What follows belongs to an exercise in optimizing a design on an open flow for small area, a short achievable clock period and few clock cycles per item; a production flow would make more cautious choices.
Function was checked by simulation only, so behaviour that the tests miss may differ from the original.

## flow/design.v

```verilog
module dx_ecc (
    input  wire        clk,
    input  wire        rst,
    input  wire        in_valid,
    output wire        in_ready,
    input  wire        in_op,
    input  wire [63:0] in_data,
    input  wire [15:0] in_check,
    output reg         out_valid,
    output reg  [63:0] out_data,
    output reg  [15:0] out_check,
    output reg  [2:0]  out_status
);
    assign in_ready = 1'b1;
    function automatic [6:0] gf_mul(input [6:0] a, input [6:0] b);
        reg [12:0] p;
        integer i;
        begin
            p = 13'd0;
            for (i = 0; i < 7; i = i + 1)
                if (b[i]) p = p ^ ({6'd0, a} << i);
            for (i = 12; i >= 7; i = i - 1)
                if (p[i]) p = p ^ (13'h89 << (i - 7));
            gf_mul = p[6:0];
        end
    endfunction
    localparam [127:0] GF_INV3_T0 = 128'h85171f397d3521e1ec0715d9c155d956;
    localparam [127:0] GF_INV3_T1 = 128'h077bca8c40edde83cfa9b8fae20590f0;
    localparam [127:0] GF_INV3_T2 = 128'hd3d8a3c4b729aac8883ed3b1ef77e000;
    localparam [127:0] GF_INV3_T3 = 128'h9d7459fd639529fbdb72e2c062284688;
    localparam [127:0] GF_INV3_T4 = 128'h76d02a17ab13d34bf22b331b534913bc;
    localparam [127:0] GF_INV3_T5 = 128'h7a55ce6bcde0f5c45424a2b9e9a25f80;
    localparam [127:0] GF_INV3_T6 = 128'h4ae285f65b8d65a17edf971ddc8880a0;
    function automatic [6:0] gf_inv3(input [6:0] x);
        begin
            gf_inv3[0] = GF_INV3_T0[x];
            gf_inv3[1] = GF_INV3_T1[x];
            gf_inv3[2] = GF_INV3_T2[x];
            gf_inv3[3] = GF_INV3_T3[x];
            gf_inv3[4] = GF_INV3_T4[x];
            gf_inv3[5] = GF_INV3_T5[x];
            gf_inv3[6] = GF_INV3_T6[x];
        end
    endfunction
    localparam [127:0] IN_SET_T0 = 128'h341efc53e5ef0f6366edbbb9ab551f7e;
    function automatic [0:0] in_set(input [6:0] x);
        begin
            in_set[0] = IN_SET_T0[x];
        end
    endfunction
    function automatic [6:0] gf_sq(input [6:0] x);
        begin
            gf_sq[0] = ^(x & 7'h01);
            gf_sq[1] = ^(x & 7'h50);
            gf_sq[2] = ^(x & 7'h02);
            gf_sq[3] = ^(x & 7'h20);
            gf_sq[4] = ^(x & 7'h54);
            gf_sq[5] = ^(x & 7'h40);
            gf_sq[6] = ^(x & 7'h28);
        end
    endfunction
    function automatic [6:0] gf_ht(input [6:0] x);
        begin
            gf_ht[0] = ^(x & 7'h00);
            gf_ht[1] = ^(x & 7'h5c);
            gf_ht[2] = ^(x & 7'h58);
            gf_ht[3] = ^(x & 7'h60);
            gf_ht[4] = ^(x & 7'h16);
            gf_ht[5] = ^(x & 7'h68);
            gf_ht[6] = ^(x & 7'h48);
        end
    endfunction
    function automatic [6:0] pois_lin(input [6:0] x);
        begin
            pois_lin[0] = ^(x & 7'h1c);
            pois_lin[1] = ^(x & 7'h33);
            pois_lin[2] = ^(x & 7'h12);
            pois_lin[3] = ^(x & 7'h2c);
            pois_lin[4] = ^(x & 7'h3b);
            pois_lin[5] = ^(x & 7'h2b);
            pois_lin[6] = ^(x & 7'h13);
        end
    endfunction
    wire [0:0] v_0;
    reg  [0:0] v_1;
    reg  [0:0] v_2;
    wire [0:0] op_0;
    reg  [0:0] op_1;
    reg  [0:0] op_2;
    wire [63:0] d_0;
    reg  [63:0] d_1;
    reg  [63:0] d_2;
    wire [15:0] c_0;
    reg  [15:0] c_1;
    wire [13:0] r_0;
    reg  [13:0] r_1;
    wire [0:0] q_0;
    reg  [0:0] q_1;
    wire [0:0] pd_0;
    reg  [0:0] pd_1;
    wire [13:0] syn_1;
    wire [0:0] p1_1;
    reg  [0:0] p1_2;
    wire [0:0] s15_1;
    reg  [0:0] s15_2;
    wire [14:0] cb_1;
    reg  [14:0] cb_2;
    wire [6:0] s1_1;
    reg  [6:0] s1_2;
    wire [6:0] s3_1;
    wire [6:0] e_1;
    wire [6:0] i3_1;
    wire [6:0] z_1;
    reg  [6:0] z_2;
    wire [0:0] t0_1;
    reg  [0:0] t0_2;
    wire [0:0] ez_1;
    reg  [0:0] ez_2;
    wire [0:0] szero_1;
    reg  [0:0] szero_2;
    wire [0:0] pz_1;
    reg  [0:0] pz_2;
    wire [6:0] x1_2;
    wire [6:0] x2_2;
    wire [0:0] in1_2;
    wire [0:0] in2_2;
    wire [0:0] s1z_2;
    wire [0:0] corr_2;
    wire [0:0] keep_2;
    wire [0:0] e78_2;
    wire [2:0] st_2;
    wire [77:0] hit_2;
    wire [63:0] od_2;
    reg  [63:0] od_3;
    wire [14:0] oc_2;
    reg  [14:0] oc_3;
    wire [2:0] ost_2;
    reg  [2:0] ost_3;
    wire [0:0] ov_2;
    reg  [0:0] ov_3;
    generate if (1) begin : g_in
        assign v_0 = in_valid;
        assign op_0 = in_op;
        assign d_0 = in_data;
        assign c_0 = in_check;
    end endgenerate
    generate if (1) begin : g_rem
        wire [242:0] rt;
        assign rt[0] = d_0[3] ^ d_0[14];
        assign rt[1] = d_0[17] ^ d_0[43];
        assign rt[2] = d_0[0] ^ d_0[22];
        assign rt[3] = d_0[1] ^ d_0[23];
        assign rt[4] = d_0[2] ^ d_0[24];
        assign rt[5] = d_0[4] ^ d_0[26];
        assign rt[6] = d_0[5] ^ d_0[27];
        assign rt[7] = d_0[13] ^ d_0[46];
        assign rt[8] = d_0[25] ^ d_0[30];
        assign rt[9] = d_0[31] ^ d_0[47];
        assign rt[10] = d_0[37] ^ d_0[62];
        assign rt[11] = d_0[38] ^ d_0[63];
        assign rt[12] = d_0[6] ^ d_0[61];
        assign rt[13] = d_0[9] ^ d_0[29];
        assign rt[14] = d_0[18] ^ d_0[44];
        assign rt[15] = d_0[33] ^ d_0[58];
        assign rt[16] = d_0[50] ^ d_0[53];
        assign rt[17] = d_0[32] ^ rt[5];
        assign rt[18] = d_0[56] ^ rt[0];
        assign rt[19] = rt[8] ^ rt[9];
        assign rt[20] = d_0[10] ^ d_0[48];
        assign rt[21] = d_0[11] ^ d_0[49];
        assign rt[22] = d_0[12] ^ d_0[45];
        assign rt[23] = d_0[28] ^ d_0[42];
        assign rt[24] = d_0[7] ^ rt[10];
        assign rt[25] = d_0[39] ^ rt[3];
        assign rt[26] = d_0[40] ^ rt[2];
        assign rt[27] = d_0[41] ^ rt[7];
        assign rt[28] = d_0[52] ^ rt[1];
        assign rt[29] = d_0[55] ^ rt[4];
        assign rt[30] = d_0[60] ^ rt[6];
        assign rt[31] = d_0[15] ^ d_0[57];
        assign rt[32] = d_0[20] ^ d_0[59];
        assign rt[33] = d_0[19] ^ rt[12];
        assign rt[34] = d_0[21] ^ rt[11];
        assign rt[35] = d_0[54] ^ rt[20];
        assign rt[36] = rt[15] ^ rt[30];
        assign rt[37] = rt[16] ^ rt[17];
        assign rt[38] = rt[18] ^ rt[19];
        assign rt[39] = d_0[8] ^ rt[14];
        assign rt[40] = d_0[16] ^ rt[23];
        assign rt[41] = d_0[34] ^ rt[13];
        assign rt[42] = d_0[51] ^ rt[21];
        assign rt[43] = d_0[35] ^ rt[24];
        assign rt[44] = rt[22] ^ rt[28];
        assign rt[45] = rt[25] ^ rt[35];
        assign rt[46] = rt[27] ^ rt[31];
        assign rt[47] = d_0[36] ^ rt[26];
        assign rt[48] = d_0[59] ^ rt[41];
        assign rt[49] = rt[29] ^ rt[34];
        assign rt[50] = rt[32] ^ rt[40];
        assign rt[51] = rt[33] ^ rt[39];
        assign rt[52] = d_0[29] ^ rt[36];
        assign rt[53] = d_0[61] ^ rt[45];
        assign rt[54] = d_0[1] ^ d_0[57];
        assign rt[55] = d_0[12] ^ d_0[44];
        assign rt[56] = d_0[13] ^ d_0[49];
        assign rt[57] = d_0[14] ^ d_0[33];
        assign rt[58] = d_0[26] ^ d_0[43];
        assign rt[59] = d_0[30] ^ d_0[45];
        assign rt[60] = d_0[34] ^ d_0[41];
        assign rt[61] = d_0[35] ^ d_0[62];
        assign rt[62] = d_0[36] ^ d_0[50];
        assign rt[63] = d_0[40] ^ d_0[42];
        assign rt[64] = d_0[0] ^ rt[0];
        assign rt[65] = d_0[5] ^ rt[13];
        assign rt[66] = d_0[10] ^ rt[14];
        assign rt[67] = d_0[24] ^ rt[11];
        assign rt[68] = d_0[48] ^ rt[1];
        assign rt[69] = d_0[54] ^ rt[3];
        assign rt[70] = rt[2] ^ rt[7];
        assign rt[71] = rt[22] ^ rt[58];
        assign rt[72] = d_0[8] ^ rt[26];
        assign rt[73] = d_0[27] ^ rt[42];
        assign rt[74] = rt[24] ^ rt[64];
        assign rt[75] = rt[25] ^ rt[29];
        assign rt[76] = rt[27] ^ rt[67];
        assign rt[77] = d_0[4] ^ rt[44];
        assign rt[78] = d_0[22] ^ rt[38];
        assign rt[79] = d_0[23] ^ rt[37];
        assign rt[80] = d_0[28] ^ rt[48];
        assign rt[81] = d_0[38] ^ rt[43];
        assign rt[82] = rt[4] ^ rt[38];
        assign rt[83] = rt[10] ^ rt[47];
        assign rt[84] = rt[19] ^ rt[37];
        assign rt[85] = rt[21] ^ rt[46];
        assign rt[86] = rt[43] ^ rt[46];
        assign rt[87] = rt[50] ^ rt[55];
        assign rt[88] = d_0[7] ^ rt[52];
        assign rt[89] = d_0[32] ^ rt[53];
        assign rt[90] = d_0[37] ^ d_0[39];
        assign rt[91] = d_0[51] ^ rt[6];
        assign rt[92] = rt[16] ^ rt[31];
        assign rt[93] = rt[57] ^ rt[59];
        assign rt[94] = rt[90] ^ rt[68];
        assign rt[95] = rt[70] ^ rt[91];
        assign rt[96] = rt[92] ^ rt[93];
        assign rt[97] = rt[51] ^ rt[94];
        assign rt[98] = rt[95] ^ rt[96];
        assign rt[99] = rt[80] ^ rt[97];
        assign rt[100] = rt[98] ^ rt[99];
        assign rt[101] = d_0[16] ^ d_0[57];
        assign rt[102] = rt[9] ^ rt[16];
        assign rt[103] = rt[32] ^ rt[56];
        assign rt[104] = rt[101] ^ rt[28];
        assign rt[105] = rt[102] ^ rt[103];
        assign rt[106] = rt[36] ^ rt[72];
        assign rt[107] = rt[104] ^ rt[105];
        assign rt[108] = rt[53] ^ rt[81];
        assign rt[109] = rt[106] ^ rt[107];
        assign rt[110] = rt[108] ^ rt[109];
        assign rt[111] = d_0[19] ^ d_0[32];
        assign rt[112] = d_0[43] ^ rt[59];
        assign rt[113] = rt[111] ^ rt[69];
        assign rt[114] = rt[112] ^ rt[49];
        assign rt[115] = rt[113] ^ rt[52];
        assign rt[116] = rt[83] ^ rt[85];
        assign rt[117] = rt[114] ^ rt[115];
        assign rt[118] = rt[116] ^ rt[117];
        assign rt[119] = d_0[37] ^ d_0[46];
        assign rt[120] = d_0[50] ^ rt[11];
        assign rt[121] = rt[12] ^ rt[15];
        assign rt[122] = rt[60] ^ rt[119];
        assign rt[123] = rt[120] ^ rt[121];
        assign rt[124] = rt[122] ^ rt[75];
        assign rt[125] = rt[123] ^ rt[78];
        assign rt[126] = rt[87] ^ rt[124];
        assign rt[127] = rt[125] ^ rt[126];
        assign rt[128] = d_0[9] ^ d_0[21];
        assign rt[129] = d_0[33] ^ d_0[46];
        assign rt[130] = rt[23] ^ rt[128];
        assign rt[131] = rt[129] ^ rt[26];
        assign rt[132] = rt[30] ^ rt[130];
        assign rt[133] = rt[51] ^ rt[131];
        assign rt[134] = rt[132] ^ rt[79];
        assign rt[135] = rt[81] ^ rt[82];
        assign rt[136] = rt[133] ^ rt[134];
        assign rt[137] = rt[135] ^ rt[136];
        assign rt[138] = d_0[17] ^ d_0[36];
        assign rt[139] = rt[32] ^ rt[138];
        assign rt[140] = rt[66] ^ rt[69];
        assign rt[141] = rt[139] ^ rt[74];
        assign rt[142] = rt[76] ^ rt[140];
        assign rt[143] = rt[84] ^ rt[141];
        assign rt[144] = rt[142] ^ rt[143];
        assign rt[145] = d_0[11] ^ d_0[44];
        assign rt[146] = d_0[54] ^ d_0[60];
        assign rt[147] = rt[1] ^ rt[12];
        assign rt[148] = rt[23] ^ rt[54];
        assign rt[149] = rt[145] ^ rt[146];
        assign rt[150] = rt[70] ^ rt[147];
        assign rt[151] = rt[148] ^ rt[149];
        assign rt[152] = rt[48] ^ rt[49];
        assign rt[153] = rt[150] ^ rt[151];
        assign rt[154] = rt[84] ^ rt[152];
        assign rt[155] = rt[153] ^ rt[154];
        assign rt[156] = d_0[2] ^ d_0[51];
        assign rt[157] = d_0[55] ^ rt[14];
        assign rt[158] = rt[61] ^ rt[156];
        assign rt[159] = rt[71] ^ rt[157];
        assign rt[160] = rt[158] ^ rt[159];
        assign rt[161] = rt[78] ^ rt[160];
        assign rt[162] = rt[88] ^ rt[89];
        assign rt[163] = rt[161] ^ rt[162];
        assign rt[164] = d_0[18] ^ d_0[31];
        assign rt[165] = d_0[39] ^ d_0[63];
        assign rt[166] = rt[164] ^ rt[165];
        assign rt[167] = rt[18] ^ rt[28];
        assign rt[168] = rt[29] ^ rt[42];
        assign rt[169] = rt[65] ^ rt[166];
        assign rt[170] = rt[167] ^ rt[168];
        assign rt[171] = rt[169] ^ rt[79];
        assign rt[172] = rt[83] ^ rt[170];
        assign rt[173] = rt[171] ^ rt[172];
        assign rt[174] = d_0[25] ^ rt[18];
        assign rt[175] = rt[72] ^ rt[76];
        assign rt[176] = rt[174] ^ rt[77];
        assign rt[177] = rt[80] ^ rt[175];
        assign rt[178] = rt[89] ^ rt[176];
        assign rt[179] = rt[177] ^ rt[178];
        assign rt[180] = d_0[47] ^ d_0[53];
        assign rt[181] = d_0[60] ^ rt[5];
        assign rt[182] = rt[8] ^ rt[57];
        assign rt[183] = rt[61] ^ rt[63];
        assign rt[184] = rt[180] ^ rt[65];
        assign rt[185] = rt[66] ^ rt[181];
        assign rt[186] = rt[182] ^ rt[183];
        assign rt[187] = rt[75] ^ rt[184];
        assign rt[188] = rt[185] ^ rt[186];
        assign rt[189] = rt[85] ^ rt[187];
        assign rt[190] = rt[188] ^ rt[189];
        assign rt[191] = d_0[11] ^ d_0[15];
        assign rt[192] = d_0[16] ^ d_0[58];
        assign rt[193] = d_0[63] ^ rt[6];
        assign rt[194] = rt[60] ^ rt[62];
        assign rt[195] = rt[63] ^ rt[191];
        assign rt[196] = rt[192] ^ rt[33];
        assign rt[197] = rt[35] ^ rt[71];
        assign rt[198] = rt[193] ^ rt[194];
        assign rt[199] = rt[195] ^ rt[196];
        assign rt[200] = rt[197] ^ rt[198];
        assign rt[201] = rt[82] ^ rt[199];
        assign rt[202] = rt[200] ^ rt[201];
        assign rt[203] = d_0[3] ^ d_0[6];
        assign rt[204] = d_0[25] ^ d_0[31];
        assign rt[205] = d_0[55] ^ rt[203];
        assign rt[206] = rt[204] ^ rt[17];
        assign rt[207] = rt[68] ^ rt[205];
        assign rt[208] = rt[73] ^ rt[206];
        assign rt[209] = rt[207] ^ rt[86];
        assign rt[210] = rt[87] ^ rt[208];
        assign rt[211] = rt[209] ^ rt[210];
        assign rt[212] = d_0[14] ^ d_0[47];
        assign rt[213] = d_0[56] ^ rt[56];
        assign rt[214] = rt[62] ^ rt[212];
        assign rt[215] = rt[17] ^ rt[34];
        assign rt[216] = rt[39] ^ rt[40];
        assign rt[217] = rt[213] ^ rt[214];
        assign rt[218] = rt[44] ^ rt[215];
        assign rt[219] = rt[216] ^ rt[217];
        assign rt[220] = rt[218] ^ rt[219];
        assign rt[221] = rt[88] ^ rt[220];
        assign rt[222] = d_0[2] ^ d_0[20];
        assign rt[223] = rt[13] ^ rt[15];
        assign rt[224] = rt[20] ^ rt[54];
        assign rt[225] = rt[222] ^ rt[33];
        assign rt[226] = rt[34] ^ rt[223];
        assign rt[227] = rt[224] ^ rt[73];
        assign rt[228] = rt[74] ^ rt[225];
        assign rt[229] = rt[226] ^ rt[77];
        assign rt[230] = rt[227] ^ rt[228];
        assign rt[231] = rt[229] ^ rt[230];
        assign rt[232] = rt[41] ^ rt[42];
        assign rt[233] = rt[36] ^ rt[37];
        assign rt[234] = rt[38] ^ rt[44];
        assign rt[235] = rt[45] ^ rt[47];
        assign rt[236] = rt[49] ^ rt[50];
        assign rt[237] = rt[51] ^ rt[232];
        assign rt[238] = rt[86] ^ rt[233];
        assign rt[239] = rt[234] ^ rt[235];
        assign rt[240] = rt[236] ^ rt[237];
        assign rt[241] = rt[238] ^ rt[239];
        assign rt[242] = rt[240] ^ rt[241];
        assign r_0[0] = rt[100];
        assign r_0[1] = rt[110];
        assign r_0[2] = rt[118];
        assign r_0[3] = rt[127];
        assign r_0[4] = rt[137];
        assign r_0[5] = rt[144];
        assign r_0[6] = rt[155];
        assign r_0[7] = rt[163];
        assign r_0[8] = rt[173];
        assign r_0[9] = rt[179];
        assign r_0[10] = rt[190];
        assign r_0[11] = rt[202];
        assign r_0[12] = rt[211];
        assign r_0[13] = rt[221];
        assign q_0 = rt[231];
        assign pd_0 = rt[242];
    end endgenerate
    generate if (1) begin : g_syn
        assign syn_1 = r_1 ^ c_1[13:0];
        assign p1_1 = pd_1 ^ ^c_1[14:0];
        assign s15_1 = c_1[15];
        assign cb_1 = op_1 ? c_1[14:0] : {q_1, r_1};
    end endgenerate
    generate if (1) begin : g_S
        wire [37:0] st;
        assign st[0] = syn_1[7] ^ syn_1[9];
        assign st[1] = syn_1[4] ^ syn_1[8];
        assign st[2] = syn_1[9] ^ syn_1[13];
        assign st[3] = syn_1[8] ^ st[0];
        assign st[4] = syn_1[3] ^ syn_1[7];
        assign st[5] = syn_1[6] ^ syn_1[10];
        assign st[6] = syn_1[10] ^ syn_1[11];
        assign st[7] = syn_1[0] ^ syn_1[7];
        assign st[8] = syn_1[11] ^ st[7];
        assign st[9] = syn_1[1] ^ syn_1[8];
        assign st[10] = syn_1[12] ^ st[9];
        assign st[11] = syn_1[2] ^ st[2];
        assign st[12] = st[4] ^ st[6];
        assign st[13] = syn_1[11] ^ syn_1[12];
        assign st[14] = st[1] ^ st[13];
        assign st[15] = syn_1[5] ^ syn_1[12];
        assign st[16] = st[2] ^ st[15];
        assign st[17] = syn_1[13] ^ st[5];
        assign st[18] = syn_1[0] ^ syn_1[5];
        assign st[19] = syn_1[10] ^ st[0];
        assign st[20] = st[18] ^ st[19];
        assign st[21] = syn_1[5] ^ syn_1[13];
        assign st[22] = st[1] ^ st[21];
        assign st[23] = syn_1[3] ^ syn_1[13];
        assign st[24] = st[6] ^ st[23];
        assign st[25] = st[3] ^ st[24];
        assign st[26] = syn_1[1] ^ syn_1[5];
        assign st[27] = syn_1[6] ^ syn_1[11];
        assign st[28] = st[26] ^ st[27];
        assign st[29] = st[3] ^ st[28];
        assign st[30] = syn_1[6] ^ st[1];
        assign st[31] = st[2] ^ st[30];
        assign st[32] = syn_1[4] ^ syn_1[12];
        assign st[33] = syn_1[13] ^ st[4];
        assign st[34] = st[32] ^ st[33];
        assign st[35] = syn_1[2] ^ syn_1[12];
        assign st[36] = st[5] ^ st[35];
        assign st[37] = st[3] ^ st[36];
        assign s1_1[0] = st[8];
        assign s1_1[1] = st[10];
        assign s1_1[2] = st[11];
        assign s1_1[3] = st[12];
        assign s1_1[4] = st[14];
        assign s1_1[5] = st[16];
        assign s1_1[6] = st[17];
        assign s3_1[0] = st[20];
        assign s3_1[1] = st[22];
        assign s3_1[2] = st[25];
        assign s3_1[3] = st[29];
        assign s3_1[4] = st[31];
        assign s3_1[5] = st[34];
        assign s3_1[6] = st[37];
    end endgenerate
    generate if (1) begin : g_E
        assign e_1 = gf_mul(s1_1, gf_sq(s1_1)) ^ s3_1;
        assign i3_1 = gf_inv3(s1_1);
    end endgenerate
    generate if (1) begin : g_K
        wire [6:0] k = gf_mul(e_1, i3_1);
        assign z_1 = gf_ht(k);
        assign t0_1 = ~^(k & 7'h01);
        assign ez_1 = (e_1 == 7'd0);
        assign szero_1 = (s1_1 == 7'd0) && (e_1 == 7'd0);
        wire [6:0] ts1 = s1_1 ^ 7'h40;
        wire tz = (ts1 == 7'd0) && (e_1 == 7'h12);
        wire ts = in_set(ts1) && (e_1 == (pois_lin(s1_1) ^ 7'h12));
        wire [1:0] tp = {s15_1, p1_1} ^ 2'd2;
        assign pz_1 = (tz && (tp != 2'd3)) || (ts && (tp == 2'd1));
    end endgenerate
    generate if (1) begin : g_X
        assign x1_2 = gf_mul(s1_2, z_2);
        assign x2_2 = x1_2 ^ s1_2;
        assign in1_2 = in_set(x1_2);
        assign in2_2 = in_set(x2_2);
        assign s1z_2 = (s1_2 == 7'd0);
    end endgenerate
    generate if (1) begin : g_st
        wire ok1 = !s1z_2 && ez_2 && in2_2;
        wire ok2 = !s1z_2 && !ez_2 && t0_2 && in1_2 && in2_2;
        wire one = (ok1 && p1_2 && !s15_2) || (szero_2 && (p1_2 ^ s15_2));
        wire two = (ok2 && !p1_2 && !s15_2) || (ok1 && (p1_2 == s15_2)) || (szero_2 && p1_2 && s15_2);
        wire clean = szero_2 && !p1_2 && !s15_2;
        assign st_2 = !op_2 || clean ? 3'd0 : one ? 3'd1 : two ? 3'd2 : pz_2 ? 3'd3 : 3'd4;
        assign corr_2 = op_2 && (one || two);
        assign keep_2 = !op_2 || clean || one || two;
        assign e78_2 = p1_2 ^ (ez_2 && !szero_2);
    end endgenerate
    generate if (1) begin : g_hit
        assign hit_2[0] = (x1_2 == 7'h01) || (x2_2 == 7'h01);
        assign hit_2[1] = (x1_2 == 7'h02) || (x2_2 == 7'h02);
        assign hit_2[2] = (x1_2 == 7'h04) || (x2_2 == 7'h04);
        assign hit_2[3] = (x1_2 == 7'h08) || (x2_2 == 7'h08);
        assign hit_2[4] = (x1_2 == 7'h10) || (x2_2 == 7'h10);
        assign hit_2[5] = (x1_2 == 7'h20) || (x2_2 == 7'h20);
        assign hit_2[6] = (x1_2 == 7'h40) || (x2_2 == 7'h40);
        assign hit_2[7] = (x1_2 == 7'h09) || (x2_2 == 7'h09);
        assign hit_2[8] = (x1_2 == 7'h12) || (x2_2 == 7'h12);
        assign hit_2[9] = (x1_2 == 7'h24) || (x2_2 == 7'h24);
        assign hit_2[10] = (x1_2 == 7'h48) || (x2_2 == 7'h48);
        assign hit_2[11] = (x1_2 == 7'h19) || (x2_2 == 7'h19);
        assign hit_2[12] = (x1_2 == 7'h32) || (x2_2 == 7'h32);
        assign hit_2[13] = (x1_2 == 7'h64) || (x2_2 == 7'h64);
        assign hit_2[14] = (x1_2 == 7'h41) || (x2_2 == 7'h41);
        assign hit_2[15] = (x1_2 == 7'h0b) || (x2_2 == 7'h0b);
        assign hit_2[16] = (x1_2 == 7'h16) || (x2_2 == 7'h16);
        assign hit_2[17] = (x1_2 == 7'h2c) || (x2_2 == 7'h2c);
        assign hit_2[18] = (x1_2 == 7'h58) || (x2_2 == 7'h58);
        assign hit_2[19] = (x1_2 == 7'h39) || (x2_2 == 7'h39);
        assign hit_2[20] = (x1_2 == 7'h72) || (x2_2 == 7'h72);
        assign hit_2[21] = (x1_2 == 7'h6d) || (x2_2 == 7'h6d);
        assign hit_2[22] = (x1_2 == 7'h53) || (x2_2 == 7'h53);
        assign hit_2[23] = (x1_2 == 7'h2f) || (x2_2 == 7'h2f);
        assign hit_2[24] = (x1_2 == 7'h5e) || (x2_2 == 7'h5e);
        assign hit_2[25] = (x1_2 == 7'h35) || (x2_2 == 7'h35);
        assign hit_2[26] = (x1_2 == 7'h6a) || (x2_2 == 7'h6a);
        assign hit_2[27] = (x1_2 == 7'h5d) || (x2_2 == 7'h5d);
        assign hit_2[28] = (x1_2 == 7'h33) || (x2_2 == 7'h33);
        assign hit_2[29] = (x1_2 == 7'h66) || (x2_2 == 7'h66);
        assign hit_2[30] = (x1_2 == 7'h45) || (x2_2 == 7'h45);
        assign hit_2[31] = (x1_2 == 7'h03) || (x2_2 == 7'h03);
        assign hit_2[32] = (x1_2 == 7'h06) || (x2_2 == 7'h06);
        assign hit_2[33] = (x1_2 == 7'h0c) || (x2_2 == 7'h0c);
        assign hit_2[34] = (x1_2 == 7'h18) || (x2_2 == 7'h18);
        assign hit_2[35] = (x1_2 == 7'h30) || (x2_2 == 7'h30);
        assign hit_2[36] = (x1_2 == 7'h60) || (x2_2 == 7'h60);
        assign hit_2[37] = (x1_2 == 7'h49) || (x2_2 == 7'h49);
        assign hit_2[38] = (x1_2 == 7'h1b) || (x2_2 == 7'h1b);
        assign hit_2[39] = (x1_2 == 7'h36) || (x2_2 == 7'h36);
        assign hit_2[40] = (x1_2 == 7'h6c) || (x2_2 == 7'h6c);
        assign hit_2[41] = (x1_2 == 7'h51) || (x2_2 == 7'h51);
        assign hit_2[42] = (x1_2 == 7'h2b) || (x2_2 == 7'h2b);
        assign hit_2[43] = (x1_2 == 7'h56) || (x2_2 == 7'h56);
        assign hit_2[44] = (x1_2 == 7'h25) || (x2_2 == 7'h25);
        assign hit_2[45] = (x1_2 == 7'h4a) || (x2_2 == 7'h4a);
        assign hit_2[46] = (x1_2 == 7'h1d) || (x2_2 == 7'h1d);
        assign hit_2[47] = (x1_2 == 7'h3a) || (x2_2 == 7'h3a);
        assign hit_2[48] = (x1_2 == 7'h74) || (x2_2 == 7'h74);
        assign hit_2[49] = (x1_2 == 7'h61) || (x2_2 == 7'h61);
        assign hit_2[50] = (x1_2 == 7'h4b) || (x2_2 == 7'h4b);
        assign hit_2[51] = (x1_2 == 7'h1f) || (x2_2 == 7'h1f);
        assign hit_2[52] = (x1_2 == 7'h3e) || (x2_2 == 7'h3e);
        assign hit_2[53] = (x1_2 == 7'h7c) || (x2_2 == 7'h7c);
        assign hit_2[54] = (x1_2 == 7'h71) || (x2_2 == 7'h71);
        assign hit_2[55] = (x1_2 == 7'h6b) || (x2_2 == 7'h6b);
        assign hit_2[56] = (x1_2 == 7'h5f) || (x2_2 == 7'h5f);
        assign hit_2[57] = (x1_2 == 7'h37) || (x2_2 == 7'h37);
        assign hit_2[58] = (x1_2 == 7'h6e) || (x2_2 == 7'h6e);
        assign hit_2[59] = (x1_2 == 7'h55) || (x2_2 == 7'h55);
        assign hit_2[60] = (x1_2 == 7'h23) || (x2_2 == 7'h23);
        assign hit_2[61] = (x1_2 == 7'h46) || (x2_2 == 7'h46);
        assign hit_2[62] = (x1_2 == 7'h05) || (x2_2 == 7'h05);
        assign hit_2[63] = (x1_2 == 7'h0a) || (x2_2 == 7'h0a);
        assign hit_2[64] = (x1_2 == 7'h14) || (x2_2 == 7'h14);
        assign hit_2[65] = (x1_2 == 7'h28) || (x2_2 == 7'h28);
        assign hit_2[66] = (x1_2 == 7'h50) || (x2_2 == 7'h50);
        assign hit_2[67] = (x1_2 == 7'h29) || (x2_2 == 7'h29);
        assign hit_2[68] = (x1_2 == 7'h52) || (x2_2 == 7'h52);
        assign hit_2[69] = (x1_2 == 7'h2d) || (x2_2 == 7'h2d);
        assign hit_2[70] = (x1_2 == 7'h5a) || (x2_2 == 7'h5a);
        assign hit_2[71] = (x1_2 == 7'h3d) || (x2_2 == 7'h3d);
        assign hit_2[72] = (x1_2 == 7'h7a) || (x2_2 == 7'h7a);
        assign hit_2[73] = (x1_2 == 7'h7d) || (x2_2 == 7'h7d);
        assign hit_2[74] = (x1_2 == 7'h73) || (x2_2 == 7'h73);
        assign hit_2[75] = (x1_2 == 7'h6f) || (x2_2 == 7'h6f);
        assign hit_2[76] = (x1_2 == 7'h57) || (x2_2 == 7'h57);
        assign hit_2[77] = (x1_2 == 7'h27) || (x2_2 == 7'h27);
    end endgenerate
    generate if (1) begin : g_out
        assign od_2 = {64{keep_2}} & (d_2 ^ ({64{corr_2}} & hit_2[77:14]));
        assign oc_2 = {15{keep_2}} & (cb_2 ^ ({15{corr_2}} & {e78_2, hit_2[13:0]}));
        assign ost_2 = st_2;
        assign ov_2 = v_2;
    end endgenerate
    always @(posedge clk) begin
        v_1 <= rst ? 1'b0 : v_0;
        v_2 <= rst ? 1'b0 : v_1;
        op_1 <= op_0;
        op_2 <= op_1;
        d_1 <= d_0;
        d_2 <= d_1;
        c_1 <= c_0;
        r_1 <= r_0;
        q_1 <= q_0;
        pd_1 <= pd_0;
        p1_2 <= p1_1;
        s15_2 <= s15_1;
        cb_2 <= cb_1;
        s1_2 <= s1_1;
        z_2 <= z_1;
        t0_2 <= t0_1;
        ez_2 <= ez_1;
        szero_2 <= szero_1;
        pz_2 <= pz_1;
        od_3 <= od_2;
        oc_3 <= oc_2;
        ost_3 <= ost_2;
        ov_3 <= rst ? 1'b0 : ov_2;
    end
    always @* begin
        out_valid  = ov_3;
        out_data   = od_3;
        out_check  = {1'b0, oc_3};
        out_status = ost_3;
    end
endmodule
```

## flow/flow/run.sh

```bash
#!/bin/bash
# Own flow: the standard layout (standard synthesis unchanged), with
#  - port buffers of sky130_fd_sc_hd__buf_2 instead of the automatically chosen cell;
set -euo pipefail
bash standard.sh \
  "SETUP_SLACK_MARGIN=${FLOW_SETUP_MARGIN:-10.5}" \
  "BUFFER_PORTS_ARGS=-buffer_cell sky130_fd_sc_hd__buf_2" \
  finish > standard_make.log 2>&1
```

## flow/standard.sh

```bash
#!/bin/bash
# synth_recipe.tcl (not shown) runs the flow's synth.tcl, then flattens the netlist and writes it again
# the make line also repeats each setting of config.mk as NAME=value (left out here)
make -C /OpenROAD-flow-scripts/flow DESIGN_CONFIG=/design/flow/config.mk WORK_HOME=/design/flow/orfs CLKGATE_MAP_FILE= SYNTH_SCRIPT=/design/flow/synth_recipe.tcl "${@:-finish}"
```

## flow/config.mk

```make
export PLATFORM = sky130hd
export DESIGN_NAME = dx_ecc
export DESIGN_NICKNAME = dx_ecc
export VERILOG_FILES = /design/flow/design.v
export SDC_FILE = /design/flow/constraint.sdc
export NUM_CORES = 4
export LEC_CHECK = 0
export CAP_MARGIN = 20
export CORE_MARGIN = 2
export CORE_UTILIZATION = 40
export SLEW_MARGIN = 20
```

## flow/constraint.sdc

```tcl
create_clock -name core_clock -period 14.0 [get_ports {clk}]
set_input_delay 2.8000 -clock core_clock [delete_from_list [all_inputs] [get_ports {clk}]]
set_output_delay 2.8000 -clock core_clock [all_outputs]
set_load 0.01 [all_outputs]
```

==> results.py, run 1 <==
metrics = {
    "global_route": {
        "antenna_found_initial": 3,
        "grt-ovfl-total": 0,
        "grt_max_degree": 82,
        "grt_pass1_wl_um": 92900,
        "track_usage_pct": 29.6,
        "first_global_vias": 14700,
    },
    "timing": {
        "post-route-period-util_pct": 31.7,
        "hold_violations": 0,
        "tightest_slew_ps": 812,
        "relSlewSlack_pct": 45.9,
        "fmax_mhz": 226,
        "rsz0062_at_grt": "true",
        "fin_setup_tns_ps": 0,
        "drv_slew": 0,
        "skew_ps": 36.9,
        "setup_viol": 0,
        "fin_crit_ps": 4430,
    },
    "run": {
        "cap_violations": 0,
    },
    "synth": {
        "yosys_warnings": 1,
        "syn_area_um2": 16100,
        "synth-edff-count": 0,
        "synth.area.top_cells": "dfxtp_1 (35%), xnor2_1 (22%), nor2_1 (5.8%)",
        "synthFlopType": "dfxtp_1",
        "synth.largest_area_cell": "dfxtp_1",
        "synth_xor_area_share_pct": 31.1,
        "synthCells": 1841,
        "syn_area_per_cell_um2": 8.76,
        "synth_fp_nets": 1954,
        "ys_seq_area_share_pct": 34.9,
        "synth_top_cell_area_share_pct": 34.9,
        "synth_fa_ha_area_share_pct": 2.25,
        "synth_compound_area_share_pct": 11.7,
        "synthArstFlopShare_pct": 0,
        "synth_mux_area_share_pct": 2.33,
        "synth.distinct_cells": 78,
        "ys_ff_latch": 281,
        "synth_top_family_by_area": "XOR/XNOR gates",
        "yosys.area_share.simple_pct": 14.5,
    },
    "cts": {
        "clock-root-buffer": "clkbuf_16",
        "h-tree-depth": 1,
        "cts.sinks": 281,
        "cts_tree": "yes",
        "clkLatencyLatePin_ps": 600,
        "path_clk_slew_ps": 60,
        "cts_made_buffers": 30,
        "holdBufCountCts": 0,
        "clockBufferDepth": 3,
    },
    "setup_path": {
        "worstPathRequired_ps": 14470,
        "path_buf_inv": 3,
        "path_delay_family": "XOR/XNOR gates",
        "r2r_slack_ps": 9570,
        "worstPathMaxFanout": 6,
        "crit_slowest_cell": "xnor3_2",
        "cpPeakStageDelay_ps": 490,
        "crit_path_end_kind": "flip-flop",
        "cp_data_arrival_time_ps": 4900,
        "crit_type": "reg2reg",
        "critPathLaunchType": "flip-flop",
        "worstPathCellList": "xnor2_4 -> xnor3_2 -> buf_12 -> ha_4 -> xnor2_4 -> o22ai_1 -> a32oi_1 -> o211ai_1 -> xnor2_2 -> buf_6 -> buf_6 -> xor3_2 -> nor2_1 -> xnor2_1 -> xor2_2 -> xnor3_2 -> xnor3_1",
    },
    "min_path": {
        "worstHoldPathType": "reg2reg",
    },
    "routing": {
        "drt_pre_antenna_iters": 8,
        "vias": 15200,
        "wl_um": 64600,
        "wl_per_cell_um": 23.7,
        "ant_nets": 0,
        "post_drt_via_cell_ratio": 5.57,
        "drt_first_iter_violations": 1681,
        "drcViolationCount": 0,
    },
    "layout": {
        "fin_nets": 2293,
        "final_area_um2": 24300,
        "num-fill-cells": 3162,
        "drive_gt1_share_pct": 39.9,
        "finalNonFillerCells": 2727,
        "area_growth_pct": 50.8,
    },
    "floorplan": {
        "core_um2": 39700,
        "die_h_um": 205,
        "die_area_um2": 41900,
        "die_x_um": 205,
        "start_util_pct": 40.6,
        "io_pins": 169,
        "rows": 73,
    },
    "outcome": {
        "outcome": "finished clean",
    },
    "place": {
        "place_inst": 2442,
        "port_buffers": 166,
        "place_congestion": 0.978,
        "place_hpwl_um": 41100,
        "postPlaceCellArea_um2": 18000,
    },
}
==> Yosys cell counts, types with 11 or more instances <==
cell and instances:
o211ai_1 14, dfxtp_1 281, nor2b_1 11, inv_1 17, nand3_1 17, a21oi_1 45
a211oi_1 12, xor2_1 81, mux2i_1 15, xnor2_1 398, a31oi_1 11, clkbuf_1 60
xnor3_1 15, nor3_1 18, mux2_2 17, nand2_1 239, nor2_1 250, ha_1 29
buf_2 28, o21ai_0 41, o22ai_1 84
==> metrics by stage <==
stage	hold WS (ps)	setup WS (ps)	utilization, %
2_1_floorplan	310	9580	-
3_3_place_gp	311	8150	45.3
3_5_place_dp	312	8150	45.3
4_1_cts	318	9710	58.0
5_1_grt	324	9470	61.1
6_report	325	9570	61.2
==> layer usage <==
layer	up-vias	wire [µm]	GRT usage, %
met1	7303	26100	40.1
met5	-	0	0
met2	892	29900	47.2
li1	6792	-	-
met4	0	3020	10.9
met3	197	5570	4.88
==> worst register-to-register path, delay by kind of cell (launching register included) <==
kind | cells | cell delay (ps)
simple gates | 1 | 140
compound gates | 3 | 510
flops | 1 | 370
xor+xnor | 9 | 2510
buf+inv | 3 | 440
fa+ha+maj | 1 | 360
==> final cells by class <==
class | count | area, µm² | area share (%)
Tap cell | 525 | 657 | 2.70
Timing Repair inverter | 2 | 32.5 | 0.134
Multi-Input combinational cell | 1441 | 12800 | 52.9
Timing Repair Buffer | 402 | 3880 | 16.0
Antenna cell | 1 | 2.50 | 0.0103
Sequential cell | 281 | 5770 | 23.7
Clock buffer | 38 | 811 | 3.34
Clock inverter | 15 | 158 | 0.649
Inverter | 22 | 146 | 0.602
==> registers in the layout, summed over array words and instances, names as in the netlist, 3 cells and up <==
register  count
s1_2          7
d_2          64
z_2           6
ost_3         3
c_1          16
d_1          64
r_1          14
od_3         64
cb_2         15
oc_3         15
==> cells in the final DEF, fill, tap and decap left out, drive strengths merged, types with 10 or more instances in the layout <==
master | synthesis | final
a211oi | 12 | 12
a21oi | 46 | 46
a31oi | 12 | 12
buf | 39 | 392
clkbuf | 60 | 39
clkinv | 1 | 11
dfxtp | 281 | 281
ha | 29 | 29
inv | 21 | 22
mux2 | 18 | 18
mux2i | 15 | 15
nand2 | 240 | 240
nand3 | 17 | 17
nor2 | 252 | 252
nor2b | 11 | 11
nor3 | 18 | 18
o211ai | 14 | 14
o21ai | 45 | 45
o221ai | 10 | 10
o22ai | 84 | 84
xnor2 | 411 | 412
xnor3 | 16 | 16
xor2 | 85 | 85
==> final timing paths <==
path / start / to / depth (start not counted)
worst max register to register: c_1[6] / z_2[1] / 17
worst min register to register: d_1[55] / d_2[55] / 0
worst min-delay path: d_1[55] / d_2[55] / 0
worst max-delay path: c_1[6] / z_2[1] / 17
==> kinds of logic (layout without fill, tap and decap cells) <==
family,after synthesis,after routing
fa+ha+maj,29,29
other cells,2,3
mux,34,34
simple gates,573,573
flops,281,281
buf+inv,121,479
compound gates,283,283
xor+xnor,518,520
==> what timing repair did <==
item	4_1_cts	5_1_grt
resized for setup	450	164
gates cloned	18	0
buffers inserted	170	43
setup endpoints to repair	191	191
pin swaps	166	122
Testbench counts, summed over its fixed seeds: cycles 12,024, items 12,000.
==> inputs of run 2 (changes only) <==
==> flow/flow/run.sh (replaced) <==
#!/bin/bash
# Own flow: the standard layout (standard synthesis unchanged), with
#  - port buffers of sky130_fd_sc_hd__buf_2 instead of the automatically chosen cell;
set -euo pipefail
bash standard.sh \
  "SETUP_SLACK_MARGIN=${FLOW_SETUP_MARGIN:-9.0}" \
  "BUFFER_PORTS_ARGS=-buffer_cell sky130_fd_sc_hd__buf_2" \
  finish > standard_make.log 2>&1
==> results.py, run 2 <==
metrics = {
    "floorplan": {
        "rows": 73,
        "die_h_um": 205,
        "io_pins": 169,
        "core_um2": 39700,
        "die_x_um": 205,
        "start_util_pct": 40.6,
        "die_area_um2": 41900,
    },
    "routing": {
        "ant_nets": 0,
        "drt_pre_antenna_iters": 6,
        "vias": 13800,
        "wl_um": 55300,
        "drcViolationCount": 0,
        "post_drt_via_cell_ratio": 5.46,
        "wl_per_cell_um": 21.9,
        "drt_first_iter_violations": 1454,
    },
    "synth": {
        "synth_mux_area_share_pct": 2.33,
        "synth.largest_area_cell": "dfxtp_1",
        "synthArstFlopShare_pct": 0,
        "yosysMostFrequentCell": "xnor2_1",
        "synthFlopType": "dfxtp_1",
        "synth.area.top_cells": "dfxtp_1 (35%), xnor2_1 (22%), nor2_1 (5.8%)",
        "syn_area_per_cell_um2": 8.76,
        "synth_common_cells": "xnor2_1 (398), dfxtp_1 (281), nor2_1 (250)",
        "ys_seq_area_share_pct": 34.9,
        "ys_ff_latch": 281,
        "syn_area_um2": 16100,
        "synthCells": 1841,
        "synth_fp_nets": 1954,
        "yosys.area_share.simple_pct": 14.5,
        "yosys_warnings": 1,
        "synth.distinct_cells": 78,
        "synth_fa_ha_area_share_pct": 2.25,
        "synth_xor_area_share_pct": 31.1,
        "synth_top_cell_area_share_pct": 34.9,
        "synth_compound_area_share_pct": 11.7,
        "synth-edff-count": 0,
        "synth_top_family_by_area": "XOR/XNOR gates",
    },
    "cts": {
        "cts_tree": "yes",
        "clock-root-buffer": "clkbuf_16",
        "cts_made_buffers": 30,
        "clkLatencyLatePin_ps": 590,
        "cts.sinks": 281,
        "holdBufCountCts": 0,
        "path_clk_slew_ps": 70,
        "h-tree-depth": 1,
        "clockBufferDepth": 3,
    },
    "timing": {
        "fin_setup_tns_ps": 0,
        "setup_viol": 0,
        "post-route-period-util_pct": 34.3,
        "fmax_mhz": 208,
        "relSlewSlack_pct": 45.7,
        "tightest_slew_ps": 814,
        "fin_crit_ps": 4810,
        "skew_ps": 32.3,
        "hold_violations": 0,
        "rsz0062_at_grt": "true",
        "drv_slew": 0,
    },
    "place": {
        "place_inst": 2442,
        "place_hpwl_um": 40400,
        "port_buffers": 166,
        "place_congestion": 0.960,
    },
    "setup_path": {
        "worstPathRequired_ps": 14460,
        "crit_type": "reg2reg",
        "timing.rr.start": "r_1[13]",
        "worstPathMaxFanout": 24,
        "crit_path_start": "r_1[13]",
        "cpPeakStageDelay_ps": 590,
        "crit_path_end_kind": "flip-flop",
        "worstPathCellList": "xnor2_4 -> xnor2_2 -> xor2_2 -> buf_6 -> inv_2 -> mux2i_1 -> xnor2_1 -> xnor2_4 -> xnor2_1 -> or3_1 -> nand2_1 -> a22oi_1 -> xnor2_2 -> xnor3_2 -> xnor3_1",
        "crit_slowest_cell": "xnor2_1",
        "cp_data_arrival_time_ps": 5270,
        "critPathLaunchType": "flip-flop",
    },
    "outcome": {
        "outcome": "finished clean",
    },
    "layout": {
        "drive_gt1_share_pct": 18.8,
        "area_growth_pct": 19.7,
        "reg_top3": "d_1 x64, d_2 x64, od_3 x64",
        "mostFrequentLayoutCells": "xnor2_1 (376), dfxtp_1 (264), nor2_1 (247)",
        "finalNonFillerCells": 2529,
        "num-fill-cells": 3762,
        "fin_nets": 2095,
        "final_common_cell": "xnor2_1",
        "num_antenna_cells": 0,
    },
    "run": {
        "cap_violations": 0,
    },
    "min_path": {
        "worstHoldPathType": "reg2reg",
        "worstHoldStart": "d_1[6]",
    },
    "global_route": {
        "first_global_vias": 13000,
        "grt_pass1_wl_um": 81800,
        "grt_max_degree": 81,
        "grt-ovfl-total": 0,
        "antenna_found_initial": 0,
        "track_usage_pct": 25.7,
    },
}
## run 2: cell counts after synthesis
Identical to the previous run, type by type.
## run 2: path summary, 6_finish.rpt
check / to / slack (ps) / cells after the start
worst min register to register: d_2[6] / 320 / 0
worst max register to register: z_2[1] / 9190 / 15
worst min-delay path: d_2[6] / 320 / 0
worst max-delay path: z_2[1] / 9190 / 15
## run 2: cells by family (layout without fill, tap and decap cells)
family                     count (synthesis)  count (layout)
AOI/OAI and AO/OA                        283             283
xor gates and xnor gates                 518             518
adders and majority gates                 29              29
buffers and inverters                    121             284
DFF                                      281             281
muxes                                     34              34
other                                      2               2
and+or+nand+nor                          573             573
## run 2: area by class of cell
type	count	area (µm²)	area share [%]
multi-input cells	1439	10500	54.4
flip-flops and latches	281	5650	29.3
repair buffers	208	1310	6.77
clock buffers	43	910	4.71
well taps	525	657	3.40
clock inverters	11	150	0.778
inverters	22	134	0.694
## run 2: layer usage
layer / wire [µm] / up-vias / track usage [%]
met5: 0 / - / 0
met3: 4310 / 108 / 3.39
met4: 1530 / 0 / 6.96
li1: - / 6396 / -
met2: 24700 / 743 / 39.7
met1: 24800 / 6554 / 37.5
## run 2: timing repair
action / in CTS / in global routing
cloned: 2 / 1
resized for setup: 49 / 64
endpoints found under the setup margin: 88 / 84
pin swaps: 5 / 11
setup buffers: 9 / 21
endpoints found under the hold margin: 0 / 0
## run 2: per-stage QoR
step	hold slack (ps)	setup slack, ps	utilization [%]	cell area (µm²)
detailed placement	312	7750	43.5	17300
floorplan	310	9000	-	16100
CTS	324	8950	47.2	18800
global route	328	8930	48.6	19300
finish	322	9190	48.6	19300
global placement	310	7660	43.5	17300
## run 2: worst max-delay path: cells and delay by family (launching register included)
kind                   cells  cell delay (ps)
AND/OR/NAND/NOR            2              250
buffers and inverters      2              570
XOR/XNOR                   9             2950
AO/OA/AOI/OAI              1              250
multiplexers               1              210
flip-flops                 1              460

[port drivers added, routing unchanged]
No port has a modelled driver above. Below, the same layouts with a new extraction and two added sets of constraints.
Step 1: set_driving_cell puts a clkbuf_16 on clk and a buf_2 on each other input, an assumption about the parent block.
Step 2 moves the port delays by t, midway between the first and last clock arrival at a register: inputs arrive t later, outputs are due t later. That takes back most of the time a late clock gives input paths.
Three values: ideal, step 1, step 2; two values: the first two.
run | t (ns) | setup slack, ns | worst setup path at the end | worst data-port slew with drivers (ns)
run 1 | 0.643 | 9.567 / 9.567 / 9.254 | input to register | 0.07
run 2 | 0.623 | 9.195 / 9.195 / 8.881 | input to register | 0.05
After both steps setup and hold are still met in every run listed. For run 2, which loses most, drivers alone change the setup slack by 0.000 ns; drivers and shift together by -0.314 ns.
